This design comes from an exercise in tuning for small area and a short achievable clock period on the open sky130 flow, not from production work. The RTL was checked by simulation tests, not by an equivalence proof against the original design.

## flow/design.v (module list and top-level ports; edited modules follow where they fit)
// module line_decoder: 1845 lines
// module ld_a211oi_1: 3 lines
// module ld_a21o_1: 3 lines
// module ld_a21oi_1: 3 lines
// module ld_a31oi_1: 3 lines
// module ld_a32oi_1: 3 lines
// module ld_and2_0: 3 lines
// module ld_and3_1: 3 lines
// module ld_and4_1: 3 lines
// module ld_inv_1: 3 lines
// module ld_nand2_1: 3 lines
// module ld_nand2b_1: 3 lines
// module ld_nand3_1: 3 lines
// module ld_nand3b_1: 3 lines
// module ld_nand4_1: 3 lines
// module ld_nor2_1: 3 lines
// module ld_nor2b_1: 3 lines
// module ld_nor3_1: 3 lines
// module ld_nor4_1: 3 lines
// module ld_o211ai_1: 3 lines
// module ld_o21ai_0: 3 lines
// module ld_o21bai_1: 3 lines
// module ld_o221ai_1: 3 lines
// module ld_o22ai_1: 3 lines
// module ld_o311ai_0: 3 lines
// module ld_o31ai_1: 3 lines
// module ld_or2_0: 3 lines
// module ld_xnor2_1: 3 lines
// module ld_xor2_1: 3 lines
module line_decoder (
    input  wire         clk,
    input  wire         rst,
    input  wire         in_valid,
    input  wire [144:0] in_code,
    output reg          out_valid,
    output reg  [127:0] out_data,
    output reg  [16:0]  out_check,
    output reg  [1:0]   out_status
);
  // ...
==> flow/flow/run.sh <==
#!/bin/bash
# Standard ORFS layout (the standard.sh), with the port buffers made from
# the smallest plain buffer instead of the default delay-buffer cell.
set -euo pipefail
bash standard.sh "BUFFER_PORTS_ARGS=-buffer_cell sky130_fd_sc_hd__buf_1" finish > standard.log 2>&1
==> flow/standard.sh <==
#!/bin/bash
# synth_recipe.tcl (not shown) runs the flow's synth.tcl, then flattens the netlist and writes it again
# the make line also repeats each setting of config.mk as NAME=value (left out here)
make -C /OpenROAD-flow-scripts/flow DESIGN_CONFIG=/design/flow/config.mk WORK_HOME=/design/flow/orfs CLKGATE_MAP_FILE= SYNTH_SCRIPT=/design/flow/synth_recipe.tcl "${@:-finish}"
==> flow/config.mk <==
export PLATFORM = sky130hd
export DESIGN_NAME = line_decoder
export DESIGN_NICKNAME = line_decoder
export VERILOG_FILES = /design/flow/design.v
export SDC_FILE = /design/flow/constraint.sdc
export NUM_CORES = 4
export LEC_CHECK = 0
export CAP_MARGIN = 40
export CORE_MARGIN = 2
export CORE_UTILIZATION = 40
export SLEW_MARGIN = 30
export SYNTH_HIERARCHICAL = 1
==> flow/constraint.sdc <==
create_clock -name core_clock -period 40.0 [get_ports {clk}]
set_input_delay 8.0000 -clock core_clock [delete_from_list [all_inputs] [get_ports {clk}]]
set_output_delay 8.0000 -clock core_clock [all_outputs]
set_load 0.01 [all_outputs]
==> results by group, run 1 <==
Clock network
  – Clock Path Buffers: 3
  – Number of buffers created by CTS: 48
  – Clock latency on the worst-skew pair: a little over 600 ps
  – H-tree depth: 2

Synthesis
  – Yosys reg bits: 458
  – Yosys top cell by area: dfxtp_1
  – Synth cell count leaders: 770 x xor2_1, 458 x dfxtp_1, 189 x nand2_1, 174 x nor2_1, 161 x xnor2_1
  – Syn_nets: 2,260
  – Count leader, synth: xor2_1
  – Syn_area_per_cell: 9.979 um2
  – Mux share of post-synthesis cell area: 0
  – Synth Flop Type: dfxtp_1
  – Yosys top cell area share: 0.4350
  – Cell area after synthesis: 21,080 um2
  – Post-Synthesis Cells: about 2,100

Run
  – Max capacitance violation total: 0

Global route
  – Largest net degree at the start of global routing: 61
  – Met1 GRT Util: 0.3991

Setup path
  – CP max-delay cell: dfxtp_1
  – CP top delay family: flip-flops
  – WP data arrival: 1160 ps
  – Bufs and invs on worst path: 1
  – Worst Reg-to-Reg Cells: 30
  – Reg2reg start: r_code[32]
  – R2R setup slack: 31,450 ps

Route
  – Highest Signal Layer: met4
  – DR WL met3: about 6500 um
  – Metal2 WL: between 30,000 and 40,000 um
  – Starting DRT DRC Count: 1,780
  – DRC violations left: 0

Finish
  – Signal buf overhead: 0.06497
  – Finished Cell Area: around 25,000 um2
  – Clk_buf instances: 66
  – Area Overhead vs Synth: 20.34%
  – Most frequent cells in the layout: 765 x xor2_1, 458 x dfxtp_1, 295 x buf_1, 189 x nand2_1, 174 x nor2_1
  – Largest class: multi-input gates

Status
  – Run status: finished clean

Floorplanning
  – Initial Utilization: 0.4027

STA
  – Fin crit share: 0.2289
  – PnR worst setup slack: 30,840 ps

Hold path
  – Worst hold stages: 0
==> run 2: changes to the inputs <==
==> flow/run.sh (new file) <==
#!/bin/bash
# synth_recipe.tcl (not shown) runs the flow's synth.tcl, then flattens the netlist and writes it again
# the make line also repeats each setting of config.mk as NAME=value (left out here)
make -C /OpenROAD-flow-scripts/flow DESIGN_CONFIG=/design/flow/config.mk WORK_HOME=/design/flow/orfs CLKGATE_MAP_FILE= SYNTH_SCRIPT=/design/flow/synth_recipe.tcl finish
removed: flow/flow/run.sh
removed: flow/standard.sh
==> results by group, run 2 <==
Floorplanning
  – Initial Utilization: 0.4027 (unchanged)
  – Core area: 52,340 um2 (unchanged)
  – Full die area: 54,540 um2 (unchanged)
  – # IOs: 296 (unchanged)
  – Die height: 233.5 um (unchanged)
  – # rows: 84 (unchanged)
  – Die W: 233.5 um (unchanged)

Placement
  – Port buffer count: 295 (unchanged)
  – Routability cong.: 0.9774 (was 1.015)
  – Final HPWL DP: 65,660 um (was 65,670 um)
  – Pre-CTS setup slack: 31,110 ps (was 31,460 ps)
  – Area post-placement: 25,410 um2 (was 23,550 um2)

Clock network
  – Number of buffers created by CTS: 47 (was 48)
  – Post-CTS Resized: 0 (unchanged)
  – Reg clk slew, reported paths: 70 ps (about the same)
  – Root Buffer: clkbuf_16 (unchanged)
  – CTS tree: built (unchanged)
  – H-tree depth: 2 (unchanged)
  – Clock sinks: 458 (unchanged)
  – Setup Buffers After CTS: 0 (unchanged)
  – CTS Hold Bufs: 0 (unchanged)
  – Clock latency on the worst-skew pair: 610 ps (about the same)
  – Clock Path Buffers: 3 (unchanged)

Setup path
  – CP endpoint kind: primary output (unchanged)
  – Max incr delay on CP: 540 ps (was 370 ps)
  – Bufs and invs on worst path: 1 (unchanged)
  – WP data arrival: 1490 ps (was 1160 ps)
  – CP Cell Sequence: clkdlybuf4s50_1 (was buf_1)
  – Levels on crit path: 1 (unchanged)
  – Worst Reg-to-Reg Cells: 30 (unchanged)
  – CP max-delay cell: clkdlybuf4s50_1 (was dfxtp_1)
  – Worst setup path class: register to primary output (unchanged)
  – Req. time, crit path: 32,000 ps (about the same)
  – Max FO, Critical Path: 1 (unchanged)
  – CP top delay family: buffers and inverters (was flip-flops)
  – CP Launch Type: register (unchanged)

Hold path
  – Worst hold stages: 0 (unchanged)
  – HP Class: register to register (unchanged)

Route
  – Routed vias: 16,944 (was 17,131)
  – Starting DRT DRC Count: 1,575 (was 1,780)
  – Routed WL: 82,470 um (was 82,590 um)
  – Post-DRT Antenna Nets: 0 (unchanged)
  – DR WL/cell: 25.46 um (was 25.47 um)
  – DRC violations left: 0 (unchanged)
  – 1st-pass router iterations: 5 (was 7)
  – Avg Vias per Cell: 5.231 (was 5.282)

STA
  – Final Hold Vio Count: 0 (unchanged)
  – Final Skew: 22.02 ps (was 42.26 ps)
  – Post-layout min period: 9494 ps (was 9157 ps)
  – RSZ-0062 raised after global routing: false (unchanged)
  – Slew Limit Fails: 0 (unchanged)
  – Max Clk Rate: 105.3 MHz (was 109.2 MHz)
  – Min Hold Slack: 370.5 ps (was 379.3 ps)
  – Max_slew headroom: 0.3693 (was 0.3718)
  – Fin crit share: 0.2373 (was 0.2289)
  – Final setup vio count: 0 (unchanged)
  – PnR worst setup slack: 30,510 ps (was 30,840 ps)
  – Worst slew pin tran: 943.2 ps (was 939.6 ps)
  – Fin Setup TNS: 0 ps (unchanged)

Global route
  – Global-route wire length before repair: 115,500 um (was 114,700 um)
  – Vias in the first global route: 16,697 (was 16,571)
  – Largest net degree at the start of global routing: 67 (was 61)
  – GRT Total Usage: 0.2984 (was 0.2952)
  – Remaining Overflow, GRT: 0 (unchanged)
  – Initial antenna violation count: 7 (was 6)

Finish
  – Largest regs: m_data (145), r_code (145), out_data (128) (unchanged)
  – Most frequent cells in the layout: 763 x xor2_1, 458 x dfxtp_1, 295 x clkdlybuf4s50_1, 189 x nand2_1, 174 x nor2_1 (was 765 x xor2_1, 458 x dfxtp_1, 295 x buf_1, 189 x nand2_1, 174 x nor2_1)
  – Filler cells: 4,838 (was 4,963)
  – Area Overhead vs Synth: 28.71% (was 20.34%)
  – Nets@finish: 2,657 (was 2,662)
  – Layout cells sized above 1: 0.06991 (was 0.07325)
  – Finished Cell Area: 27,130 um2 (was 25,360 um2)
  – Commonest non-fill, non-tap cell in the layout: xor2_1 (unchanged)

Synthesis
  – Async set-reset flop share out of synthesis: 0 (unchanged)
  – Yosys reg bits: 458 (unchanged)
  – Post-Synthesis Cells: 2,112 (unchanged)
  – Synth Flop Type: dfxtp_1 (unchanged)
  – Syn_nets: 2,260 (unchanged)
  – Count leader, synth: xor2_1 (unchanged)
  – Syn_area_per_cell: 9.979 um2 (unchanged)
  – Synth cell count leaders: 770 x xor2_1, 458 x dfxtp_1, 189 x nand2_1, 174 x nor2_1, 161 x xnor2_1 (unchanged)
  – Synthesis Warnings: 7 (unchanged)
  – Dominant cells by area after synthesis: dfxtp_1 44%, xor2_1 32%, xnor2_1 6.7% (unchanged)
  – Synth unique cells: 30 (unchanged)
  – EDFF count, synth: 0 (unchanged)
  – Cell area after synthesis: 21,080 um2 (unchanged)
  – Yosys top cell area share: 0.4350 (unchanged)
  – Sequential-to-total area share from yosys stat: 0.4350 (unchanged)
  – Yosys top cell by area: dfxtp_1 (unchanged)

Status
  – Run status: finished clean (unchanged)

Run
  – Max capacitance violation total: 0 (unchanged)
==> run 2: final timing paths <==
| path | startpoint | end | slack [ps] |
|---|---|---|---|
| worst max-delay path | out_data[111] | out_data[111] | 30510 |
| worst min-delay path | r_code[117] | m_data[117] | 370 |
| worst max register to register | r_code[81] | m_fd | 30930 |
| worst min register to register | r_code[117] | m_data[117] | 370 |
==> run 2: cell type report <==
type,instances,area [um2],share of cell area
Antenna cell,5,12.51,0.0004612
Clock buffer,68,1345,0.04958
Clock inverter,18,324.1,0.01195
Inverter,28,105.1,0.003874
Multi-Input combinational cell,1626,11860,0.4372
Sequential cell,458,9169,0.3380
Tap cell,688,860.8,0.03173
Timing Repair Buffer,348,3450,0.1272
==> run 2: logic make-up after synthesis <==
family	synth area share
XOR/XNOR	0.3869
AND/OR/NAND/NOR	0.1012
flip-flops	0.4350
AO/OA/AOI/OAI	0.07195
buffers and inverters	0.004987
==> run 2: through the flow <==
stage	cells	util
2_1_floorplan	2112	-
3_3_place_gp	3120	0.4803
3_5_place_dp	3145	0.4855
4_1_cts	3231	0.5174
5_1_grt	3237	0.5182
6_report	3239	0.5183
==> run 2: layer usage <==
layer / vias to the layer above / track usage / part of all wire
met5: - / 0 / 0
met4: 0 / 0.1319 / 0.047
met3: 185 / 0.05310 / 0.077
met2: 884 / 0.4756 / 0.46
met1: 8127 / 0.3941 / 0.42
li1: 7748 / - / -
==> run 2: per-module statistics from Yosys, one instance, submodules excluded, excerpt <==
module | flops+latches | cell area, um2 | cells inside | times used
ld_nor2b_1 | 0 | 13.76 | 1 | 1
ld_o211ai_1 | 0 | 12.51 | 1 | 6
ld_o311ai_0 | 0 | 8.758 | 1 | 8
ld_xor2_1 | 0 | 8.758 | 1 | 770
ld_a32oi_1 | 0 | 8.758 | 1 | 4
ld_a21oi_1 | 0 | 8.758 | 1 | 19
ld_nand3b_1 | 0 | 7.507 | 1 | 1
ld_and2_0 | 0 | 6.256 | 1 | 4
ld_a31oi_1 | 0 | 6.256 | 1 | 6
ld_nand2b_1 | 0 | 6.256 | 1 | 18
ld_or2_0 | 0 | 6.256 | 1 | 1
ld_nand4_1 | 0 | 6.256 | 1 | 66
ld_nor2_1 | 0 | 3.754 | 1 | 174
ld_nand2_1 | 0 | 3.754 | 1 | 189

separate check: timing with driven ports:
The results above use ideal ports. As a check the final layouts listed here were re-extracted and re-timed, cells and wires unchanged.
Step 1, drivers: a clkbuf_16 drives clk and a buf_2 each remaining input, both assumed.
Step 2 times the ports against the registers' clock, not the clock port: input delays grow and output delays shrink by t, the midpoint of the rising clock arrivals with the driver on.
Three values: no drivers, after step 1, after step 2; two values: the first two.
run	t, ns	slack for setup (ns)	worst setup path after step 2	worst register clock-pin slew, ns	pins driven straight from the clock port
run 1	0.648	30.843 / 30.789 / 31.437	register to output	0.07 / 0.07	1
run 2	0.657	30.506 / 30.450 / 30.930	register to register	0.07 / 0.07	1
After both steps setup and hold are still met in every run listed.
